Source: an optimization exercise on an open RTL-to-GDS flow (aim: small area, a short achievable clock period and few clock cycles per item). Production flows keep margins and buffers that such runs may drop. Function was checked by simulation only, so behaviour that the tests miss may differ from the original.

==> flow/config.mk <==
export PLATFORM = sky130hd
export DESIGN_NAME = sha256_core
export DESIGN_NICKNAME = sha256_core
export VERILOG_FILES = /design/flow/design.v
export SDC_FILE = /design/flow/constraint.sdc
export NUM_CORES = 4
export LEC_CHECK = 0
export CAP_MARGIN = 20
export CORE_MARGIN = 2
export CORE_UTILIZATION = 40
export SLEW_MARGIN = 20
==> flow/constraint.sdc <==
create_clock -name core_clock -period 10.0 [get_ports {clk}]
set_input_delay 2.0000 -clock core_clock [delete_from_list [all_inputs] [get_ports {clk}]]
set_output_delay 2.0000 -clock core_clock [all_outputs]
set_load 0.01 [all_outputs]
==> flow/design.v <==
module sha256_core (
    input  wire         clk,
    input  wire         rst,          
    input  wire         in_valid,
    output wire         in_ready,
    input  wire         in_first,     
    input  wire [511:0] in_block,     
    output reg          out_valid,
    output wire [255:0] out_digest    
);
    localparam S_IDLE = 2'd0;
    localparam S_RUN  = 2'd1;
    localparam S_ADD  = 2'd2;
    reg [1:0]  state;
    reg [5:0]  round;
    reg [31:0] h0, h1, h2, h3, h4, h5, h6, h7;
    reg [31:0] a, b, c, d, e, f, g, h;
    reg [31:0] w [0:15];
    assign in_ready   = (state == S_IDLE);
    assign out_digest = {h0, h1, h2, h3, h4, h5, h6, h7};
    localparam [2047:0] KTAB = {
        32'hc67178f2, 32'hbef9a3f7, 32'ha4506ceb, 32'h90befffa, 32'h8cc70208, 32'h84c87814, 32'h78a5636f, 32'h748f82ee,
        32'h682e6ff3, 32'h5b9cca4f, 32'h4ed8aa4a, 32'h391c0cb3, 32'h34b0bcb5, 32'h2748774c, 32'h1e376c08, 32'h19a4c116,
        32'h106aa070, 32'hf40e3585, 32'hd6990624, 32'hd192e819, 32'hc76c51a3, 32'hc24b8b70, 32'ha81a664b, 32'ha2bfe8a1,
        32'h92722c85, 32'h81c2c92e, 32'h766a0abb, 32'h650a7354, 32'h53380d13, 32'h4d2c6dfc, 32'h2e1b2138, 32'h27b70a85,
        32'h14292967, 32'h06ca6351, 32'hd5a79147, 32'hc6e00bf3, 32'hbf597fc7, 32'hb00327c8, 32'ha831c66d, 32'h983e5152,
        32'h76f988da, 32'h5cb0a9dc, 32'h4a7484aa, 32'h2de92c6f, 32'h240ca1cc, 32'h0fc19dc6, 32'hefbe4786, 32'he49b69c1,
        32'hc19bf174, 32'h9bdc06a7, 32'h80deb1fe, 32'h72be5d74, 32'h550c7dc3, 32'h243185be, 32'h12835b01, 32'hd807aa98,
        32'hab1c5ed5, 32'h923f82a4, 32'h59f111f1, 32'h3956c25b, 32'he9b5dba5, 32'hb5c0fbcf, 32'h71374491, 32'h428a2f98
    };
    wire [31:0] s1   = {e[5:0], e[31:6]} ^ {e[10:0], e[31:11]} ^ {e[24:0], e[31:25]};
    wire [31:0] ch   = (e & f) ^ (~e & g);
    wire [31:0] t1   = h + s1 + ch + KTAB[{round, 5'd0} +: 32] + w[0];
    wire [31:0] s0   = {a[1:0], a[31:2]} ^ {a[12:0], a[31:13]} ^ {a[21:0], a[31:22]};
    wire [31:0] maj  = (a & b) ^ (a & c) ^ (b & c);
    wire [31:0] t2   = s0 + maj;
    wire [31:0] sig0 = {w[1][6:0], w[1][31:7]} ^ {w[1][17:0], w[1][31:18]} ^ (w[1] >> 3);
    wire [31:0] sig1 = {w[14][16:0], w[14][31:17]} ^ {w[14][18:0], w[14][31:19]} ^ (w[14] >> 10);
    wire [31:0] w_next = sig1 + w[9] + sig0 + w[0];
    integer i;
    always @(posedge clk) begin
        if (rst) begin
            state     <= S_IDLE;
            round     <= 6'd0;
            out_valid <= 1'b0;
        end else begin
            out_valid <= 1'b0;
            case (state)
                S_IDLE: begin
                    if (in_valid) begin
                        state <= S_RUN;
                        round <= 6'd0;
                    end
                end
                S_RUN: begin
                    round <= round + 6'd1;
                    if (round == 6'd63)
                        state <= S_ADD;
                end
                default: begin
                    state     <= S_IDLE;
                    out_valid <= 1'b1;
                end
            endcase
        end
    end
    always @(posedge clk) begin
        case (state)
            S_IDLE: begin
                if (in_valid && !rst) begin
                    for (i = 0; i < 16; i = i + 1)
                        w[i] <= in_block[511 - 32*i -: 32];
                    if (in_first) begin
                        h0 <= 32'h6a09e667; h1 <= 32'hbb67ae85;
                        h2 <= 32'h3c6ef372; h3 <= 32'ha54ff53a;
                        h4 <= 32'h510e527f; h5 <= 32'h9b05688c;
                        h6 <= 32'h1f83d9ab; h7 <= 32'h5be0cd19;
                        a  <= 32'h6a09e667; b  <= 32'hbb67ae85;
                        c  <= 32'h3c6ef372; d  <= 32'ha54ff53a;
                        e  <= 32'h510e527f; f  <= 32'h9b05688c;
                        g  <= 32'h1f83d9ab; h  <= 32'h5be0cd19;
                    end else begin
                        a <= h0; b <= h1; c <= h2; d <= h3;
                        e <= h4; f <= h5; g <= h6; h <= h7;
                    end
                end
            end
            S_RUN: begin
                h <= g;
                g <= f;
                f <= e;
                e <= d + t1;
                d <= c;
                c <= b;
                b <= a;
                a <= t1 + t2;
                for (i = 0; i < 15; i = i + 1)
                    w[i] <= w[i + 1];
                w[15] <= w_next;
            end
            S_ADD: begin
                h0 <= h0 + a; h1 <= h1 + b; h2 <= h2 + c; h3 <= h3 + d;
                h4 <= h4 + e; h5 <= h5 + f; h6 <= h6 + g; h7 <= h7 + h;
            end
            default: ;
        endcase
    end
endmodule
==> flow/run.sh <==
#!/bin/bash
# synth_recipe.tcl (not shown) runs the flow's synth.tcl, then flattens the netlist and writes it again
# the make line also repeats each setting of config.mk as NAME=value (left out here)
make -C /OpenROAD-flow-scripts/flow DESIGN_CONFIG=/design/flow/config.mk WORK_HOME=/design/flow/orfs CLKGATE_MAP_FILE= SYNTH_SCRIPT=/design/flow/synth_recipe.tcl finish
==> key figures <==
Outcome
  • Outcome: no timing/DRC/antenna violations

Floorplan
  • Die H: 426.4 um
  • Chip Width: 426.4 um
  • Die area: 0.1818 mm2
  • # IOs: 774
  • Core Area: 0.1778 mm2
  • Rows: 155
  • Starting Density: 40.12%

Final layout
  • Nets: 9452
  • Most common cell after layout, fill and taps aside: nand2_1
  • Final Non-Filler Cells: 10.80k
  • Final Util: 48.07%
  • Layout cells sized above 1: 4.208%
  • Syn-to-layout area delta: 19.81%
  • Most frequent cells in the layout: 1933 x nand2_1, 1024 x edfxtp_1, 772 x clkdlybuf4s50_1

Critical path
  • Slowest cell on the critical path: ha_1
  • Worst Path Required: 10.55 ns
  • Crit. End Element: register
  • Worst Path Max Fanout: 17
  • Reg2reg path depth: 35
  • Slowest cell delay on critical path: 0.85 ns
  • Crit Path Class: register to register
  • Buf/Inv on CP: 8
  • Worst EP arrival: 9.62 ns
  • Critical path depth: 35
  • Startpoint Class: register
  • Crit path max-delay family: compound AO/OA/AOI/OAI gates
  • R2R Path End: a[31]
  • R2R Path Start: round[1]
  • R2r setup slk: 0.93 ns

Yosys
  • Synth top area share: 43.09%
  • Post-synthesis sequential area ratio: 43.35%
  • Post-synth EDFFs: 1024
  • Post-synth net total: 8839
  • Warnings from Yosys: 2
  • Top_reg_cell synth: edfxtp_1
  • Yosys reg bits: 1033
  • Post-synthesis cell area: 0.07136 mm2
  • Post-synth ARST share: 0%
  • Synth unique cells: 96
  • Leading area contributor after synthesis: edfxtp_1
  • Mapped Cells: 7725
  • Avg Cell Area, Syn: 9.237 um2
  • Synth area leaders: edfxtp_1 43%, nand2_1 10%, ha_1 7.1%, fa_1 5.5%, xnor2_1 4.6%

Global routing
  • Vias in the first global route: 58.86k
  • Initial antenna violation count: 27
  • All-Layer GR Usage: 31.31%
  • Overflow left after global routing: 0
  • First-pass GRT wire length: 412800 um
  • Largest net degree at the start of global routing: 214

CTS
  • TritonCTS Buffers: 120
  • CTS resizes: 0
  • Clock slew at reported path FFs: 0.06 ns
  • CTS tree: done
  • Clk buf depth: 3
  • CTS HTree Levels: 3
  • Clk root buf: clkbuf_16
  • Worst-Skew Late Latency: 0.81 ns
  • Hold_buf cts: 0
  • TritonCTS Sinks: 1033
  • Post-CTS setup buffers: 0

STA
  • Fin Setup TNS: 0 ns
  • Min Tclk post-route: 9.070 ns
  • Fin Hold WS: 0.4989 ns
  • Final setup vio count: 0
  • Slew margin rel.: 24.76%
  • Actual slew at the worst max-slew pin: 1.117 ns
  • Final Skew: 0.03094 ns
  • Final period util: 90.70%
  • Fin. Hold Viols: 0
  • Fin. max-slew vios: 0
  • Peak Freq: 110.2 MHz
  • Unrepaired setup endpoints after global routing: false

Routing
  • Post-Route WL: 291900 um
  • TritonRoute pass-1 iters: 6
  • Via density per instance: 5.636
  • DR iter-0 viols: 5953
  • DRC: 0
  • Vias after detailed routing: 60.87k
  • Wire length per cell: 27.03 um
  • Antenna viol nets, final: 0

Hold path
  • Hold Path Depth: 2
  • Hold Path End: w[4][26]
  • HP Start: w[5][26]
  • Hold Path Class: register to register

Place
  • Dpl cells: 10.57k
  • Dpl hpwl: 224400 um
  • RePlAce Congestion: 0.9865
  • PortBufs: 773

Job
  • Max cap viols: 0
## cells by family (layout without fill, tap and decap cells)
group                      after synthesis  in the layout  share of synthesized area, %
other                                    0              9                             0
AOI/OAI and AO/OA                     1707           1707                         14.62
adders and majority gates              601            601                         12.58
xor gates and xnor gates               570            570                         7.035
DFF                                   1033           1033                         43.35
buffers and inverters                  715           1426                         3.761
muxes                                   73             73                         1.168
and+or+nand+nor                       3026           3026                         17.49
## cell usage after synthesis, types with 8 or more instances
library cell and number:
o31ai_1 37, fa_1 195, nand3_1 109, buf_1 18, o22ai_1 18, mux2i_1 45, o21ai_1 35, nor3_1 189
a21o_1 185, o311ai_0 11, a21oi_1 546, nor2b_1 60, a31oi_1 51, ha_1 403, inv_1 315, o221ai_1 8
or2_2 13, a211o_1 13, and2_1 12, a221oi_1 11, edfxtp_1 1024, xor2_1 197, and3_1 36, nor2_1 518
a211oi_1 57, clkbuf_1 377, o21bai_1 57, o21a_1 63, a31o_2 8, nand2b_1 66, dfxtp_1 9, nand2_1 1933
or3_1 32, xnor2_1 371, o211ai_1 32, nand4_1 21, a311oi_1 16, o21ai_0 456, mux2_2 22
## final cells by class
cell class	instances	area, um2
Fill cell	16970	92350
Multi-Input combinational cell	5977	37810
Sequential cell	1033	30940
Timing Repair Buffer	886	8787
Clock buffer	150	3156
Tap cell	2355	2947
Inverter	320	1204
Clock inverter	70	631.9
Antenna cell	9	22.52
## layer usage
metal,part of all wire [%],vias up,global-route usage [%]
met5,0.088,-,0
met4,6.1,32,16.50
met3,7.7,603,6.542
met2,47,2687,50.88
met1,39,29360,39.15
li1,-,28180,-
## flip-flops by register name, indices dropped and copies added, names as in the netlist
signal and flops:
a 32, b 32, c 32, d 32
e 32, f 32, g 32, h 32
h0 32, h1 32, h2 32, h3 32
h4 32, h5 32, h6 32, h7 32
out_valid 1, round 6, state 2, w 512
## how the worst max path moves through the flow
stage	slack (ns)	to	start
detailed placement	1.28	a[31]	round[1]
finish	0.93	a[31]	round[1]
global route	0.59	a[31]	round[1]
floorplan	-3.96	a[0]	in_valid
CTS	1.24	a[31]	round[1]
global placement	1.25	a[30]	round[1]
## stage by stage
stage	area, um2	worst slack [ns]
final	85490	0.9296
after CTS	85460	1.236
after floorplan	71370	-3.960
after detailed placement	81670	1.282
after global placement	81650	1.253
after global routing	85480	0.5889
## tightest hold or removal path: stages, from the launching register on
cell and delay, ns:
edfxtp_1 0.32, nand2_1 0.05, nand2_1 0.04
Testbench counts, summed over its fixed seeds: cycles 25,352, blocks 384.

## afterwards: timing with drivers on the ports
Ports are ideal in the flow. The routed layout listed here was re-timed in OpenROAD.
Step 1 assumes that a clkbuf_16 drives the clock port and a buf_2 every other input.
Step 2 moves the port delays by t, midway between the first and last clock arrival at a register: inputs arrive t later, outputs are due t later. That takes back most of the time a late clock gives input paths.
a / b / c = no drivers / after step 1 / after step 2; a / b = the first two.
t, ns: 0.885
setup WS [ns]: 0.930 / 0.930 / 0.930
hold WS [ns]: 0.499 / 0.499 / 0.499
slew at the worst register clock pin (ns): 0.07 / 0.07
worst slew at a driven data input, ns: 0.12
After both steps setup and hold are still met in this run. The setup slack of this run moves by 0.000 ns with the drivers and by 0.000 ns with both steps.
